Context: an optimization exercise on an open-source flow, tuned for small area and a short achievable clock period. The choices shown serve that exercise and are no tape-out recipe. RTL that was checked went through simulation tests only; none was proved equivalent to the original.

==> lagoon <==
==> flow/design.v (excerpt) <==
module jizin_rx (
    input  wire        clk,
    input  wire        rst,
    input  wire        in_valid,
    input  wire [1:0]  in_hdr,
    input  wire [63:0] in_data,
    output reg         dat_valid,
    output wire [63:0] dat_data,
    output reg         frm_valid,
    output reg  [1:0]  frm_status,
    output reg         frm_crc_err,
    output wire [11:0] frm_seq,
    output wire [1:0]  frm_vc,
    output wire        frm_sot,
    output wire        frm_eot,
    output wire [7:0]  frm_len_m1,
    output reg         lc_valid,
    output wire [7:0]  lc_type,
    output wire [39:0] lc_fields,
    output reg         mk_valid,
    output reg         mk_stripe,
    output wire [7:0]  mk_lane,
    output wire [7:0]  mk_epoch,
    output wire [7:0]  mk_mask,
    output wire [11:0] next_rx,
    output reg  [15:0] blk_errs,
    output reg  [15:0] crc_errs,
    output reg  [15:0] frames_rx
);
Settings: LEC_CHECK=0, CAP_MARGIN=20, CORE_MARGIN=2, CORE_UTILIZATION=40, SLEW_MARGIN=20; clock period 11.5 ns.
run.sh (not shown) runs the stock make flow with config.mk's settings and CLKGATE_MAP_FILE= SYNTH_SCRIPT=/design/flow/synth_recipe.tcl, a recipe that flattens the netlist after the stock synthesis.
==> inputs of garnet, as changes to lagoon <==
--- a/flow/design.v
+++ b/flow/design.v
@@ -41,60 +41,58 @@
     always @(posedge clk) begin
         if (rst)
             scr <= {58{1'b1}};
         else if (in_valid)
             scr <= in_data[63:6];
     end
     reg  [63:0] p1;
-    reg         v1, h1d, h1c;
     reg  [47:0] p2;
     wire        in_frame_nx;
+    wire       i_ok   = in_valid & ~rst;
+    wire       i_data = (in_hdr == 2'b01);
+    wire       i_ctrl = (in_hdr == 2'b10);
+    wire [7:0] i_bt   = pay[7:0];
+    wire       i_idle = (i_bt == 8'h1E);
+    wire       i_mk   = (i_bt == 8'h2D) | (i_bt == 8'h33);
+    wire       i_lc   = (i_bt == 8'h4B);
+    wire       i_sof  = (i_bt == 8'h78);
+    wire       i_eof  = (i_bt == 8'h87);
+    reg  is_data, c_idle, c_sof, c_eof, c_lc, c_mk, c_err, h1c, e_blk;
     always @(posedge clk) begin
         p1        <= pay;
-        v1        <= in_valid & ~rst;
-        h1d       <= (in_hdr == 2'b01);
-        h1c       <= (in_hdr == 2'b10);
-        dat_valid <= in_valid & ~rst & (in_hdr == 2'b01) & in_frame_nx;
+        h1c       <= i_ctrl;
+        is_data   <= i_ok & i_data;
+        c_idle    <= i_ok & i_ctrl & i_idle;
+        c_sof     <= i_ok & i_ctrl & i_sof;
+        c_eof     <= i_ok & i_ctrl & i_eof;
+        e_blk     <= i_ctrl & i_eof;
+        c_lc      <= i_ok & i_ctrl & i_lc;
+        c_mk      <= i_ok & i_ctrl & i_mk;
+        c_err     <= i_ok & ~i_data & ~(i_ctrl & (i_idle | i_mk | i_lc | i_sof | i_eof));
+        dat_valid <= i_ok & i_data & in_frame_nx;
         p2        <= p1[55:8];
     end
     assign dat_data = p1;
-    wire [7:0] bt = p1[7:0];
-    wire t_idle   = (bt == 8'h1E);
-    wire t_am     = (bt == 8'h2D);
-    wire t_stripe = (bt == 8'h33);
-    wire t_lc     = (bt == 8'h4B);
-    wire t_sof    = (bt == 8'h78);
-    wire t_eof    = (bt == 8'h87);
-    wire is_data  = v1 & h1d;
-    wire is_ctrl  = v1 & h1c;
-    wire c_idle   = is_ctrl & t_idle;
-    wire c_sof    = is_ctrl & t_sof;
-    wire c_eof    = is_ctrl & t_eof;
-    wire c_lc     = is_ctrl & t_lc;
-    wire c_mk     = is_ctrl & (t_am | t_stripe);
-    wire t_known  = t_idle | t_am | t_stripe | t_lc | t_sof | t_eof;
     wire [7:0] syn8;
     wire crc8_ok  = ~|syn8;
-    wire blk_err  = v1 & (~(h1d | h1c) | (h1c & ~t_known) |
-                          (h1c & (t_am | t_stripe | t_lc) & ~crc8_ok));
+    wire blk_err  = c_err | ((c_lc | c_mk) & ~crc8_ok);
     reg         in_frame;
     reg         f_bad, f_rsvd;
     reg  [4:0]  f_rem;           
     reg         f_got;           
     reg         f_over;          
     reg  [2:0]  f_l3;            
     reg  [31:0] f_crc;
     reg         sof_d;
     reg  [23:0] f_hdr;           
     wire in_dat   = in_frame & is_data;
     wire brk      = in_frame & (c_idle | c_sof);
     wire close    = in_frame & c_eof;
     assign in_frame_nx = c_sof | (in_frame & ~(c_idle | c_eof));
     wire last     = ~f_got & (f_rem == 5'd0);
-    wire        e_blk = h1c & t_eof;
     wire [7:0]  lmask;
     wire [3:0]  psel;
     generate
         for (gi = 0; gi < 8; gi = gi + 1) begin : g_lm
             assign lmask[gi] = (gi <= f_l3);
         end
         for (gi = 0; gi < 4; gi = gi + 1) begin : g_ps
@@ -657,15 +655,15 @@
     wire c8_u67 = c8_t1 ^ c8_t22;
     wire c8_u68 = c8_u63 ^ c8_u64;
     wire c8_u69 = c8_u65 ^ c8_u66;
     wire c8_u70 = c8_u67 ^ c8_u68;
     wire c8_u71 = c8_u69 ^ c8_t28;
     wire c8_u72 = c8_t32 ^ c8_u70;
     assign syn8[7] = c8_u71 ^ c8_u72;
-    wire use_mid = h1d & last & ~f_l3[2];
+    wire use_mid = ~h1c & last & ~f_l3[2];
     wire ld_crc  = c_sof | close | (in_dat & ~f_got);
     always @(posedge clk) begin
         if (rst)
             in_frame <= 1'b0;
         else
             in_frame <= in_frame_nx;
         sof_d <= c_sof;
- ABC_CLOCK_PERIOD_IN_PS: not set -> 3000
==> impl_metrics.env <==
export IMPL_outcome="timing/DRC/antenna clean"
export IMPL_initial_core_util_pct=40.3
export IMPL_whs_path_depth=0
export IMPL_inverters=43
export IMPL_n_all_buffers=328
export IMPL_regArea_um2=6800
export IMPL_worst_path_buf_inv=0
export IMPL_final_cells=2854
export IMPL_final_util_pct=49.7
export IMPL_n_antenna_cell=4
export IMPL_grt_max_degree=92
export IMPL_buf_share_pct=12.9
The numbers above come from garnet.

==> impl_metrics.env <==
export IMPL_n_antenna_cell=0
export IMPL_final_util_pct=49.8
export IMPL_buf_share_pct=12.6
export IMPL_regArea_um2=6680
export IMPL_initial_core_util_pct=40.6
export IMPL_worst_path_buf_inv=1
export IMPL_grt_max_degree=99
export IMPL_outcome="timing/DRC/antenna clean"
The numbers above come from lagoon.

The RTL of garnet was laid out without a check of its function.

========
==> juniper: inputs <==
jizin_rx, a different RTL version from the one above (not shown whole).
clock: 11.5 ns
lec_check: 0
cap_margin: 20
core_margin: 2
core_utilization: 40
setup_slack_margin: 5
slew_margin: 20
==> quartz (differences from juniper) <==
--- a/flow/design.v
+++ b/flow/design.v
@@ -51,25 +51,23 @@
     wire       i_data = (in_hdr == 2'b01);
     wire       i_ctrl = (in_hdr == 2'b10);
     wire [7:0] i_bt   = pay[7:0];
     wire       i_idle = (i_bt == 8'h1E);
     wire       i_mk   = (i_bt == 8'h2D) | (i_bt == 8'h33);
     wire       i_lc   = (i_bt == 8'h4B);
     wire       i_sof  = (i_bt == 8'h78);
     wire       i_eof  = (i_bt == 8'h87);
-    reg  is_data, c_idle, c_sof, c_eof, c_lc, c_mk, c_err, h1c, e_blk;
+    reg  is_data, c_idle, c_sof, c_eof, c_lc, c_mk, c_err;
     always @(posedge clk) begin
         p1        <= pay;
-        h1c       <= i_ctrl;
         is_data   <= i_ok & i_data;
         c_idle    <= i_ok & i_ctrl & i_idle;
         c_sof     <= i_ok & i_ctrl & i_sof;
         c_eof     <= i_ok & i_ctrl & i_eof;
-        e_blk     <= i_ctrl & i_eof;
         c_lc      <= i_ok & i_ctrl & i_lc;
         c_mk      <= i_ok & i_ctrl & i_mk;
         c_err     <= i_ok & ~i_data & ~(i_ctrl & (i_idle | i_mk | i_lc | i_sof | i_eof));
         dat_valid <= i_ok & i_data & in_frame_nx;
         p2        <= p1[55:8];
     end
     assign dat_data = p1;
     wire [7:0] syn8;
@@ -84,41 +82,50 @@
     reg  [31:0] f_crc;
     reg         sof_d;
     reg  [23:0] f_hdr;           
     wire in_dat   = in_frame & is_data;
     wire brk      = in_frame & (c_idle | c_sof);
     wire close    = in_frame & c_eof;
     assign in_frame_nx = c_sof | (in_frame & ~(c_idle | c_eof));
     wire last     = ~f_got & (f_rem == 5'd0);
-    wire [7:0]  lmask;
-    wire [3:0]  psel;
+    wire       rem0     = (f_rem == 5'd0);
+    wire [4:0] f_rem_nx = c_sof ? p1[31:27] : (in_dat & ~f_got & ~rem0) ? f_rem - 5'd1 : f_rem;
+    wire       f_got_nx = ~c_sof & (f_got | (in_dat & rem0));
+    wire [2:0] f_l3_nx  = c_sof ? p1[26:24] : f_l3;
+    wire       last_nx  = ~f_got_nx & (f_rem_nx == 5'd0);
+    reg  [7:0] m_r;                  
+    reg  [3:0] psel;                 
+    reg        inj;                  
     generate
-        for (gi = 0; gi < 8; gi = gi + 1) begin : g_lm
-            assign lmask[gi] = (gi <= f_l3);
+        for (gi = 0; gi < 8; gi = gi + 1) begin : g_mr
+            always @(posedge clk)
+                m_r[gi] <= ~(i_ctrl & i_eof) & ((i_ctrl & i_sof) | ~last_nx | (gi <= f_l3_nx));
         end
         for (gi = 0; gi < 4; gi = gi + 1) begin : g_ps
-            assign psel[gi] = e_blk & (f_l3[1:0] == (2'd3 - gi));
+            always @(posedge clk)
+                psel[gi] <= i_ctrl & i_eof & (f_l3_nx[1:0] == (2'd3 - gi));
         end
     endgenerate
+    always @(posedge clk)
+        inj <= i_data & last_nx & ~f_l3_nx[2];
     wire [63:0] d_msk;
     wire [63:0] x_sh;
     generate
         for (gi = 0; gi < 8; gi = gi + 1) begin : g_dm
-            assign d_msk[8*gi +: 8] = p1[8*gi +: 8] & {8{~e_blk & (h1c | ~last | lmask[gi])}};
+            assign d_msk[8*gi +: 8] = p1[8*gi +: 8] & {8{m_r[gi]}};
         end
     endgenerate
     assign x_sh = ({32'd0, f_crc}       & {64{psel[0]}})
                 | ({24'd0, f_crc,  8'd0} & {64{psel[1]}})
                 | ({16'd0, f_crc, 16'd0} & {64{psel[2]}})
                 | ({ 8'd0, f_crc, 24'd0} & {64{psel[3]}});
     wire [63:0] crc_d = d_msk | x_sh;
-    wire [31:0] crc_s = ~h1c ? f_crc : (e_blk ? p1[39:8] : C_SOF);
+    wire [31:0] crc_s = ({32{is_data}} & f_crc) | ({32{c_eof}} & p1[39:8]) | ({32{c_sof}} & C_SOF);
     wire [31:0] crc_q = crc_s ^ crc_d[31:0];
-    wire        inj   = ~h1c & last & ~f_l3[2];
     wire [31:0] crc_a = crc_q & {32{~inj}};
     wire [31:0] crc_b = inj ? crc_q : crc_d[63:32];
     wire [31:0] crc_out;             
     wire mc_t0 = crc_a[3] ^ crc_a[13];
     wire mc_t1 = crc_a[4] ^ crc_b[7];
     wire mc_t2 = crc_a[11] ^ crc_a[12];
     wire mc_t3 = crc_a[5] ^ crc_b[0];
     wire mc_t4 = crc_a[6] ^ crc_a[16];
@@ -662,32 +669,26 @@
         sof_d <= c_sof;
         if (sof_d)
             f_hdr <= p2[23:0];
         if (ld_crc)
             f_crc <= crc_out;
         if (c_sof) begin
             f_bad  <= 1'b0;
             f_rsvd <= |p1[63:32];
-            f_rem  <= p1[31:27];
-            f_l3   <= p1[26:24];
-            f_got  <= 1'b0;
             f_over <= 1'b0;
         end else begin
             if (in_frame & blk_err)
                 f_bad <= 1'b1;
-            if (in_dat) begin
-                if (f_got)
-                    f_over <= 1'b1;
-                else if (f_rem == 5'd0)
-                    f_got <= 1'b1;
-                else
-                    f_rem <= f_rem - 5'd1;
-            end
+            if (in_dat & f_got)
+                f_over <= 1'b1;
         end
+        f_rem <= f_rem_nx;
+        f_got <= f_got_nx;
+        f_l3  <= f_l3_nx;
     end
     assign frm_seq    = f_hdr[11:0];
     assign frm_vc     = f_hdr[13:12];
     assign frm_sot    = f_hdr[14];
     assign frm_eot    = f_hdr[15];
     assign frm_len_m1 = f_hdr[23:16];
     always @(posedge clk) begin
         lc_valid  <= ~rst & c_lc & crc8_ok;
==> flow/flow/run.sh (new file) <==
#!/bin/bash
# Standard ORFS layout (standard.sh) with timing repair aimed at a setup
# margin and small port buffers. ORFS writes each step's log under
# orfs/logs; make's own output goes to standard.log.
bash standard.sh \
  SETUP_SLACK_MARGIN=8.1 \
  "BUFFER_PORTS_ARGS=-buffer_cell sky130_fd_sc_hd__buf_1" \
  finish > standard.log 2>&1
==> flow/standard.sh (new file) <==
#!/bin/bash
# synth_recipe.tcl (not shown) runs the flow's synth.tcl, then flattens the netlist and writes it again
# the make line also repeats each setting of config.mk as NAME=value (left out here)
make -C /OpenROAD-flow-scripts/flow DESIGN_CONFIG=/design/flow/config.mk WORK_HOME=/design/flow/orfs CLKGATE_MAP_FILE= SYNTH_SCRIPT=/design/flow/synth_recipe.tcl "${@:-finish}"
Settings changed: SETUP_SLACK_MARGIN 5 to not set.
removed: flow/run.sh
==> fjord (differences from juniper) <==
--- a/flow/design.v
+++ b/flow/design.v
@@ -51,25 +51,23 @@
     wire       i_data = (in_hdr == 2'b01);
     wire       i_ctrl = (in_hdr == 2'b10);
     wire [7:0] i_bt   = pay[7:0];
     wire       i_idle = (i_bt == 8'h1E);
     wire       i_mk   = (i_bt == 8'h2D) | (i_bt == 8'h33);
     wire       i_lc   = (i_bt == 8'h4B);
     wire       i_sof  = (i_bt == 8'h78);
     wire       i_eof  = (i_bt == 8'h87);
-    reg  is_data, c_idle, c_sof, c_eof, c_lc, c_mk, c_err, h1c, e_blk;
+    reg  is_data, c_idle, c_sof, c_eof, c_lc, c_mk, c_err;
     always @(posedge clk) begin
         p1        <= pay;
-        h1c       <= i_ctrl;
         is_data   <= i_ok & i_data;
         c_idle    <= i_ok & i_ctrl & i_idle;
         c_sof     <= i_ok & i_ctrl & i_sof;
         c_eof     <= i_ok & i_ctrl & i_eof;
-        e_blk     <= i_ctrl & i_eof;
         c_lc      <= i_ok & i_ctrl & i_lc;
         c_mk      <= i_ok & i_ctrl & i_mk;
         c_err     <= i_ok & ~i_data & ~(i_ctrl & (i_idle | i_mk | i_lc | i_sof | i_eof));
         dat_valid <= i_ok & i_data & in_frame_nx;
         p2        <= p1[55:8];
     end
     assign dat_data = p1;
     wire [7:0] syn8;
@@ -84,41 +82,50 @@
     reg  [31:0] f_crc;
     reg         sof_d;
     reg  [23:0] f_hdr;           
     wire in_dat   = in_frame & is_data;
     wire brk      = in_frame & (c_idle | c_sof);
     wire close    = in_frame & c_eof;
     assign in_frame_nx = c_sof | (in_frame & ~(c_idle | c_eof));
     wire last     = ~f_got & (f_rem == 5'd0);
-    wire [7:0]  lmask;
-    wire [3:0]  psel;
+    wire       rem0     = (f_rem == 5'd0);
+    wire [4:0] f_rem_nx = c_sof ? p1[31:27] : (in_dat & ~f_got & ~rem0) ? f_rem - 5'd1 : f_rem;
+    wire       f_got_nx = ~c_sof & (f_got | (in_dat & rem0));
+    wire [2:0] f_l3_nx  = c_sof ? p1[26:24] : f_l3;
+    wire       last_nx  = ~f_got_nx & (f_rem_nx == 5'd0);
+    reg  [7:0] m_r;                  
+    reg  [3:0] psel;                 
+    reg        inj;                  
     generate
-        for (gi = 0; gi < 8; gi = gi + 1) begin : g_lm
-            assign lmask[gi] = (gi <= f_l3);
+        for (gi = 0; gi < 8; gi = gi + 1) begin : g_mr
+            always @(posedge clk)
+                m_r[gi] <= ~(i_ctrl & i_eof) & ((i_ctrl & i_sof) | ~last_nx | (gi <= f_l3_nx));
         end
         for (gi = 0; gi < 4; gi = gi + 1) begin : g_ps
-            assign psel[gi] = e_blk & (f_l3[1:0] == (2'd3 - gi));
+            always @(posedge clk)
+                psel[gi] <= i_ctrl & i_eof & (f_l3_nx[1:0] == (2'd3 - gi));
         end
     endgenerate
+    always @(posedge clk)
+        inj <= i_data & last_nx & ~f_l3_nx[2];
     wire [63:0] d_msk;
     wire [63:0] x_sh;
     generate
         for (gi = 0; gi < 8; gi = gi + 1) begin : g_dm
-            assign d_msk[8*gi +: 8] = p1[8*gi +: 8] & {8{~e_blk & (h1c | ~last | lmask[gi])}};
+            assign d_msk[8*gi +: 8] = p1[8*gi +: 8] & {8{m_r[gi]}};
         end
     endgenerate
     assign x_sh = ({32'd0, f_crc}       & {64{psel[0]}})
                 | ({24'd0, f_crc,  8'd0} & {64{psel[1]}})
                 | ({16'd0, f_crc, 16'd0} & {64{psel[2]}})
                 | ({ 8'd0, f_crc, 24'd0} & {64{psel[3]}});
     wire [63:0] crc_d = d_msk | x_sh;
-    wire [31:0] crc_s = ~h1c ? f_crc : (e_blk ? p1[39:8] : C_SOF);
+    wire [31:0] crc_s = ({32{is_data}} & f_crc) | ({32{c_eof}} & p1[39:8]) | ({32{c_sof}} & C_SOF);
     wire [31:0] crc_q = crc_s ^ crc_d[31:0];
-    wire        inj   = ~h1c & last & ~f_l3[2];
     wire [31:0] crc_a = crc_q & {32{~inj}};
     wire [31:0] crc_b = inj ? crc_q : crc_d[63:32];
     wire [31:0] crc_out;             
     wire mc_t0 = crc_a[3] ^ crc_a[13];
     wire mc_t1 = crc_a[4] ^ crc_b[7];
     wire mc_t2 = crc_a[11] ^ crc_a[12];
     wire mc_t3 = crc_a[5] ^ crc_b[0];
     wire mc_t4 = crc_a[6] ^ crc_a[16];
@@ -662,32 +669,26 @@
         sof_d <= c_sof;
         if (sof_d)
             f_hdr <= p2[23:0];
         if (ld_crc)
             f_crc <= crc_out;
         if (c_sof) begin
             f_bad  <= 1'b0;
             f_rsvd <= |p1[63:32];
-            f_rem  <= p1[31:27];
-            f_l3   <= p1[26:24];
-            f_got  <= 1'b0;
             f_over <= 1'b0;
         end else begin
             if (in_frame & blk_err)
                 f_bad <= 1'b1;
-            if (in_dat) begin
-                if (f_got)
-                    f_over <= 1'b1;
-                else if (f_rem == 5'd0)
-                    f_got <= 1'b1;
-                else
-                    f_rem <= f_rem - 5'd1;
-            end
+            if (in_dat & f_got)
+                f_over <= 1'b1;
         end
+        f_rem <= f_rem_nx;
+        f_got <= f_got_nx;
+        f_l3  <= f_l3_nx;
     end
     assign frm_seq    = f_hdr[11:0];
     assign frm_vc     = f_hdr[13:12];
     assign frm_sot    = f_hdr[14];
     assign frm_eot    = f_hdr[15];
     assign frm_len_m1 = f_hdr[23:16];
     always @(posedge clk) begin
         lc_valid  <= ~rst & c_lc & crc8_ok;
==> flow/flow/run.sh (new file) <==
#!/bin/bash
# Standard ORFS layout (standard.sh) with timing repair aimed at a setup
# margin, small port buffers, larger clock-sink clusters and a smaller die.
# ORFS writes each step's log under orfs/logs; make's own output goes to
# standard.log.
bash standard.sh \
  SETUP_SLACK_MARGIN=7.8 \
  CORE_UTILIZATION=50 PLACE_DENSITY=0.58 \
  "BUFFER_PORTS_ARGS=-buffer_cell sky130_fd_sc_hd__buf_1" \
  CTS_CLUSTER_SIZE=30 CTS_CLUSTER_DIAMETER=100 \
  finish > standard.log 2>&1
==> flow/standard.sh (new file) <==
#!/bin/bash
# synth_recipe.tcl (not shown) runs the flow's synth.tcl, then flattens the netlist and writes it again
# the make line also repeats each setting of config.mk as NAME=value (left out here)
make -C /OpenROAD-flow-scripts/flow DESIGN_CONFIG=/design/flow/config.mk WORK_HOME=/design/flow/orfs CLKGATE_MAP_FILE= SYNTH_SCRIPT=/design/flow/synth_recipe.tcl "${@:-finish}"
Settings changed: SETUP_SLACK_MARGIN 5 to not set.
removed: flow/run.sh
==> comparison <==
- fjord completed without violations. quartz finished clean. juniper completed with no timing, DRC or antenna violations.
- The highest non-clock buffer count belongs to quartz, the lowest to juniper.
- Die area, highest first: juniper, quartz, fjord.
- Via count: quartz is higher than juniper (about 2.5%).
- Between fjord and quartz, the lower clock skew is in quartz (gap 9.3 ps).
- In fjord the fmax is lower than in quartz, by 7.4%.
No functional check of the RTL was part of juniper.

-- afterwards: timing with drivers on the ports --
The flow's constraints put no driver on any port. The routed layouts listed below were extracted and timed again, unchanged, in two steps.
Step 1: set_driving_cell puts a clkbuf_16 on clk and a buf_2 on each other input, an assumption about the parent block.
Step 2 adds t to the input delays and takes it off the output delays; t is the mean of the earliest and latest rising clock arrival at the registers after step 1. Input paths then give back, and output paths get back, about the clock's delay inside the block.
Slacks: ideal / step 1 / step 2; pairs: ideal / step 1.
run	t (ns)	setup slack, ns	hold WS [ns]
lagoon	0.601	4.710 / 4.710 / 4.710	0.455 / 0.455 / 0.455
garnet	0.606	4.593 / 4.593 / 4.593	0.435 / 0.435 / 0.435
juniper	0.609	6.257 / 6.257 / 6.257	0.436 / 0.436 / 0.436
quartz	0.614	8.074 / 8.009 / 7.559	0.410 / 0.410 / 0.410
fjord	0.572	7.800 / 7.742 / 7.436	0.442 / 0.442 / 0.442
After both steps setup and hold are still met in every run listed. For quartz, which loses most, drivers alone change the setup slack by -0.065 ns; drivers and shift together by -0.515 ns.
